What follows belongs to an exercise in optimizing a design on an open flow for small area, a short achievable clock period and few clock cycles per item; a production flow would make more cautious choices.
In this exercise RTL edits were held to simulation tests only and were not proved equivalent to the original.
Power figures rest on the tool's default switching activity, not on a simulated workload.

## flow/run.sh

```bash
#!/bin/bash
# synth_recipe.tcl (not shown) runs the flow's synth.tcl, then flattens the netlist and writes it again
# the make line also repeats each setting of config.mk as NAME=value (left out here)
make -C /OpenROAD-flow-scripts/flow DESIGN_CONFIG=/design/flow/config.mk WORK_HOME=/design/flow/orfs CLKGATE_MAP_FILE= SYNTH_SCRIPT=/design/flow/synth_recipe.tcl finish
```

## flow/config.mk

```make
export PLATFORM = sky130hd
export DESIGN_NAME = rafter_sweep
export DESIGN_NICKNAME = rafter_sweep
export VERILOG_FILES = /design/flow/design.v
export SDC_FILE = /design/flow/constraint.sdc
export NUM_CORES = 4
export LEC_CHECK = 0
export CAP_MARGIN = 20
export CORE_MARGIN = 2
export CORE_UTILIZATION = 40
export SLEW_MARGIN = 20
```

## flow/constraint.sdc

```tcl
create_clock -name core_clock -period 40.0 [get_ports {clk}]
set_input_delay 8.0000 -clock core_clock [delete_from_list [all_inputs] [get_ports {clk}]]
set_output_delay 8.0000 -clock core_clock [all_outputs]
set_load 0.01 [all_outputs]
```

## flow/design.v

```verilog
module rafter_sweep (
    input  wire         clk,
    input  wire         rst,
    input  wire         in_valid,
    output wire         in_ready,
    input  wire         first_pass,    
    input  wire         present,       
    input  wire [9:0]   p_i,           
    input  wire [15:0]  p_a,           
    input  wire [2:0]   p_h,           
    input  wire [31:0]  p_t,           
    input  wire [9:0]   ipeak,
    input  wire [31:0]  hold,
    input  wire [9:0]   decay,
    input  wire [3:0]   edge_count,    
    input  wire [63:0]  e_d,           
    input  wire [63:0]  e_a,           
    input  wire [63:0]  e_mask,        
    input  wire [87:0]  e_speed,       
    input  wire [79:0]  s_i,           
    input  wire [127:0] s_a,           
    input  wire [23:0]  s_h,           
    output reg          out_valid,
    input  wire         out_ready,
    output reg  [9:0]   q_i,
    output reg  [15:0]  q_a,
    output reg  [2:0]   q_h,
    output reg  [31:0]  q_t,
    output reg          refreshed
);
    assign in_ready = !out_valid || out_ready;
    wire accept = in_valid && in_ready;
    reg [9:0]  n_i;
    reg [15:0] n_a;
    reg [2:0]  n_h;
    reg [31:0] n_t;
    reg        n_r;
    reg [7:0]  d, a, mask;
    reg [10:0] spd;
    reg [9:0]  si;
    reg [15:0] sa;
    reg [2:0]  sh;
    reg [18:0] d_prod;
    reg [10:0] d_eff;
    reg [9:0]  c;
    integer    j;
    always @(*) begin
        n_i = p_i;
        n_a = p_a;
        n_h = p_h;
        n_t = p_t;
        n_r = 1'b0;
        if (first_pass) begin
            if (present) begin
                if (p_i < ipeak) begin
                    n_i = ipeak;
                    n_a = 16'd0;
                    n_r = 1'b1;
                end
                n_t = hold;
            end else if (p_t != 32'd0) begin
                n_t = p_t - 32'd1;
            end else begin
                n_i = (p_i > decay) ? p_i - decay : 10'd0;
                if (n_i == 10'd0)
                    n_h = 3'd0;
            end
        end
        for (j = 0; j < 8; j = j + 1) begin
            d      = e_d[j*8 +: 8];
            a      = e_a[j*8 +: 8];
            mask   = e_mask[j*8 +: 8];
            spd    = e_speed[j*11 +: 11];
            si     = s_i[j*10 +: 10];
            sa     = s_a[j*16 +: 16];
            sh     = s_h[j*3 +: 3];
            d_prod = d * spd;
            d_eff  = d_prod[18:8];
            c      = si - {2'b00, a};
            if (!present && j < edge_count &&
                sa >= {5'd0, d_eff} && mask[sh] && si > {2'b00, a}) begin
                if (c > n_i) begin
                    n_i = c;
                    n_a = 16'd0;
                    n_h = sh;
                    n_t = hold;
                    n_r = 1'b1;
                end else if (c == n_i) begin
                    n_t = hold;              
                end
            end
        end
    end
    always @(posedge clk) begin
        if (rst) begin
            out_valid <= 1'b0;
        end else if (accept) begin
            out_valid <= 1'b1;
        end else if (out_ready) begin
            out_valid <= 1'b0;
        end
    end
    always @(posedge clk) begin
        if (accept) begin
            q_i       <= n_i;
            q_a       <= n_a;
            q_h       <= n_h;
            q_t       <= n_t;
            refreshed <= n_r;
        end
    end
endmodule
```

==> impl_summary.txt <==
----------------------------------------------------
[STA]
  FMAX ... 30.68 MHz
  RSZ-0062 raised after global routing ... false
  Transition time at the pin with the least slew margin ... 0.9230 ns
  Endpoints failing hold ... 0
  Post-route clock skew ... 0.005193 ns
  Final min period ... 32.59 ns
  Number of endpoints failing setup at the final stage ... 0
  Relative slew slack ... 0.3687
  Fin. max-slew vios ... 0
  Setup tns final ... 0 ns
  Final period util ... 0.8148

[Floorplan]
  Die Area ... 0.08520 mm2
  Starting density of the core ... 0.4037
  Width of the die ... 291.9 um
  Boundary Pins ... 699
  Die extent in y ... 291.9 um
  Core region area ... 0.08211 mm2
  Number of core rows ... 105

[Clocking]
  Number of levels in the clock H-tree ... 3
  Sinks on the clock net ... 63
  Buffer type at the clock tree root ... clkbuf_16
  Quantity of gates resized following cts ... 0
  Maximum clock path buffer count ... 2
  Setup Buffers After CTS ... 0
  Number of clock buffers inserted by TritonCTS ... 9
  Total of hold buffers inserted after clock tree synthesis ... 0
  Clock transition at the registers of the reported paths ... 0.06 ns
  Clock network latency to the later pin of the worst-skew pair ... 0.34 ns
  TritonCTS clock tree ... yes

[Logic synthesis]
  Gate count of the mapped netlist ... 3892
  Distinct cell type count after synthesis ... 102
  Top_reg_cell synth ... edfxtp_1
  Post-Syn Area per Cell ... 8.518 um2
  Number of enable flip-flop cells after synthesis ... 62
  Sequential-to-total area share from yosys stat ... 0.05676
  Share of flip-flops with an asynchronous set or reset after synthesis ... 0
  Synthesis-stage register bit count ... 63
  Synthesized net count ... 5489
  Post-Syn Area ... 0.03315 mm2
  Number of warnings printed during yosys synthesis ... 1

[Routing]
  Final wirelength ... 110400 um
  DR WL/cell ... 19.78 um
  # DRC ... 0
  Number of iterations in the first detailed-routing pass ... 5
  Antenna Violating Nets Remaining ... 0
  Number of DRC violations after detailed-routing iteration 0 ... 1608
  Via total after detailed routing ... 29350
  Routed via count divided by cell count ... 5.258

[Outcome]
  Outcome ... no timing/DRC/antenna violations

[Critical path]
  Capturing element type of the critical path ... flip-flop
  Critical path class ... input pin to flip-flop
  Number of buffer and inverter stages on the critical path ... 7
  Worst path max stage delay ... 0.77 ns
  Endpoint of the lowest-slack register-to-register path ... q_h[1]
  Worst reg-to-reg setup slack ... 38.36 ns
  Delay-heaviest family, CP ... compound AO/OA/AOI/OAI gates
  Worst reg-to-reg path cell count ... 3
  Crit path arrival time ... 32.65 ns
  Largest fanout on the critical path ... 32
  Critical Path Most Common Cell ... ha_1
  Required arrival time at the worst endpoint ... 40.06 ns
  Worst flop-to-flop path startpoint ... out_valid
  Crit path depth ... 102
  Crit path max-delay cell type ... o211ai_1
  Startpoint type of the worst setup path ... input pin

[Placed design]
  Number of buffers added on ports ... 698
  Detail Placement HPWL ... 96970 um
  Placer Congestion ... 0.9185
  Number of cells in the design after placement ... 5554

[Global route]
  Sum of overflow across all layers after global routing ... 0
  First-pass GRT wire length ... 171900 um
  Overall fraction of global-route tracks in use ... 0.2586
  Number of antenna violations at the first check in global routing ... 28
  Maximum number of pins on one net before global-route repair ... 75
  Vias in the first global route ... 30110

[Min path]
  Worst min-delay path endpoint ... out_valid
  Worst hold stages ... 2
  Startpoint of the worst hold path ... out_valid
  Classification of the worst-slack hold path ... flip-flop to flip-flop

[Pwr]
  Power Density ... 36.89 mW/mm2
  Static leakage ... 19.44 nW
  Worst-case vdd ir drop ... 0.02079 mV

[Layout]
  Final net count ... 6093
  Post-Layout Cell Count ... 5582
  Area growth, synth to finish ... 24.95%
  Proportion of layout cells with a drive suffix above 1 ... 0.03688
  Util after Layout ... 0.5045
  Number of filler cells placed in the layout ... 7935

[Job]
  # Max-Cap Violations ... 0

----------------------------------------------------
==> layout make-up <==
class / count / area [um2] / area share
Antenna cell: 11 / 27.53 / 0.0006645
Sequential cell: 63 / 1882 / 0.04543
Clock buffer: 10 / 229.0 / 0.005528
Inverter: 607 / 2278 / 0.05501
Multi-Input combinational cell: 3108 / 28530 / 0.6888
Clock inverter: 6 / 85.08 / 0.002054
Tap cell: 1070 / 1339 / 0.03232
Timing Repair Buffer: 707 / 7048 / 0.1702
==> where the power goes <==
group / internal [W] / switching (W) / leakage (nW)
sequential: 0.0000980 / 0.00000679 / 0.611
clock: 0.0000543 / 0.0000303 / 0.149
combinational: 0.000654 / 0.000684 / 18.7
==> sequential cells by signal (all words and copies together), names as in the netlist <==
register,flops
q_i,10
q_t,32
out_valid,1
refreshed,1
q_h,3
q_a,16
==> cells in the mapped netlist, drive strengths merged (46+ instances only) <==
| cell | count | area share |
|---|---|---|
| inv | 607 | 0.069 |
| ha | 529 | 0.20 |
| fa | 433 | 0.26 |
| nand2 | 407 | 0.046 |
| and2 | 374 | 0.071 |
| nor2 | 134 | 0.015 |
| a21oi | 123 | 0.019 |
| o21ai | 99 | 0.015 |
| clkbuf | 93 | 0.011 |
| nor3 | 89 | 0.013 |
| o21a | 88 | 0.020 |
| a21o | 84 | 0.019 |
| or2 | 71 | 0.013 |
| edfxtp | 62 | 0.056 |
| nor2b | 62 | 0.012 |
| xnor2 | 60 | 0.016 |
| nand2b | 58 | 0.011 |
| xor2 | 52 | 0.014 |
| nand3 | 46 | 0.0071 |
==> per-stage QoR <==
stage	power, W	worst slack, ns	hold slack, ns	area (um2)
after floorplan	0.001072	10.79	0.5930	33150
after global placement	0.001432	7.536	0.5101	41060
after detailed placement	0.001453	6.821	0.5182	41060
after CTS	0.001549	7.167	0.5249	41380
after global routing	0.001744	5.222	0.5445	41410
final	0.001528	7.408	0.5296	41420
==> worst reg2reg max path: cells and delay by family, from the launching register on <==
family / cells / cell delay [ns]
buffers and inverters: 1 / 0.67
AND/OR/NAND/NOR: 2 / 0.26
flip-flops: 1 / 0.30
==> cell usage in the layout (no fill, tap or decap), types with 21 or more instances in the layout <==
master,count
o21a_1,87
xnor2_1,60
ha_1,529
and2_1,373
a211oi_1,22
inv_1,606
nand3_1,45
a31oi_1,21
nand2_1,406
clkdlybuf4s50_1,696
nor4_1,22
mux2i_1,21
nor3_1,89
nand4_1,29
fa_1,433
o21ai_0,96
a2bb2oi_1,27
nand2b_1,58
edfxtp_1,62
a21o_1,84
a21oi_1,123
nor2b_1,62
nor2_1,132
xor2_1,52
o22ai_1,38
or2_2,68
==> worst max-delay path by stage <==
stage / start / to / slack (ns)
2_1_floorplan: e_d[2] / refreshed / 10.79
3_3_place_gp: e_d[3] / q_a[8] / 7.54
3_5_place_dp: e_d[2] / q_t[6] / 6.82
4_1_cts: e_d[2] / q_t[6] / 7.17
5_1_grt: e_d[3] / q_t[27] / 5.22
6_report: e_d[2] / q_t[31] / 7.41
==> cell families (layout without fill, tap and decap cells) <==
group                    Yosys count  count (layout)  synth area share
AO/OA/AOI/OAI                    615             615            0.1290
buffers and inverters            721            1330           0.08348
flip-flops                        63              63           0.05676
multiplexers                      55              55           0.02317
AND/OR/NAND/NOR                 1360            1360            0.2157
adder cells (fa/ha/maj)          966             966            0.4624
XOR/XNOR                         112             112           0.02959
other                              0              11                 0
==> routing by layer <==
layer  GRT usage  routed length, um
met5           0                154
met3     0.04856               7561
met4     0.05331               2345
met2      0.4525              54070
met1      0.3315              46300
Testbench counts, summed over its fixed seeds: cycles 20,488, items 20,480.

## separate check: timing with driven ports
Ports are ideal in the flow. The routed layout listed here was re-timed in OpenROAD. Step 1 assumes that a clkbuf_16 drives the clock port and a buf_2 every other input. Step 2 also shifts input and output timing later by t, the mid clock arrival at the registers, as if the neighbouring blocks saw the same clock. Slacks: ideal ports / drivers / drivers and shift; pairs: ideal ports / drivers.
t (ns): 0.386
setup slack, ns: 7.408 / 7.436 / 7.050
hold slack, ns: 0.530 / 0.530 / 0.530
clock arrival spread, ns: 0.008 / 0.008
After both steps this run still meets setup and hold. The setup slack of this run moves by +0.028 ns with the drivers and by -0.358 ns with both steps.
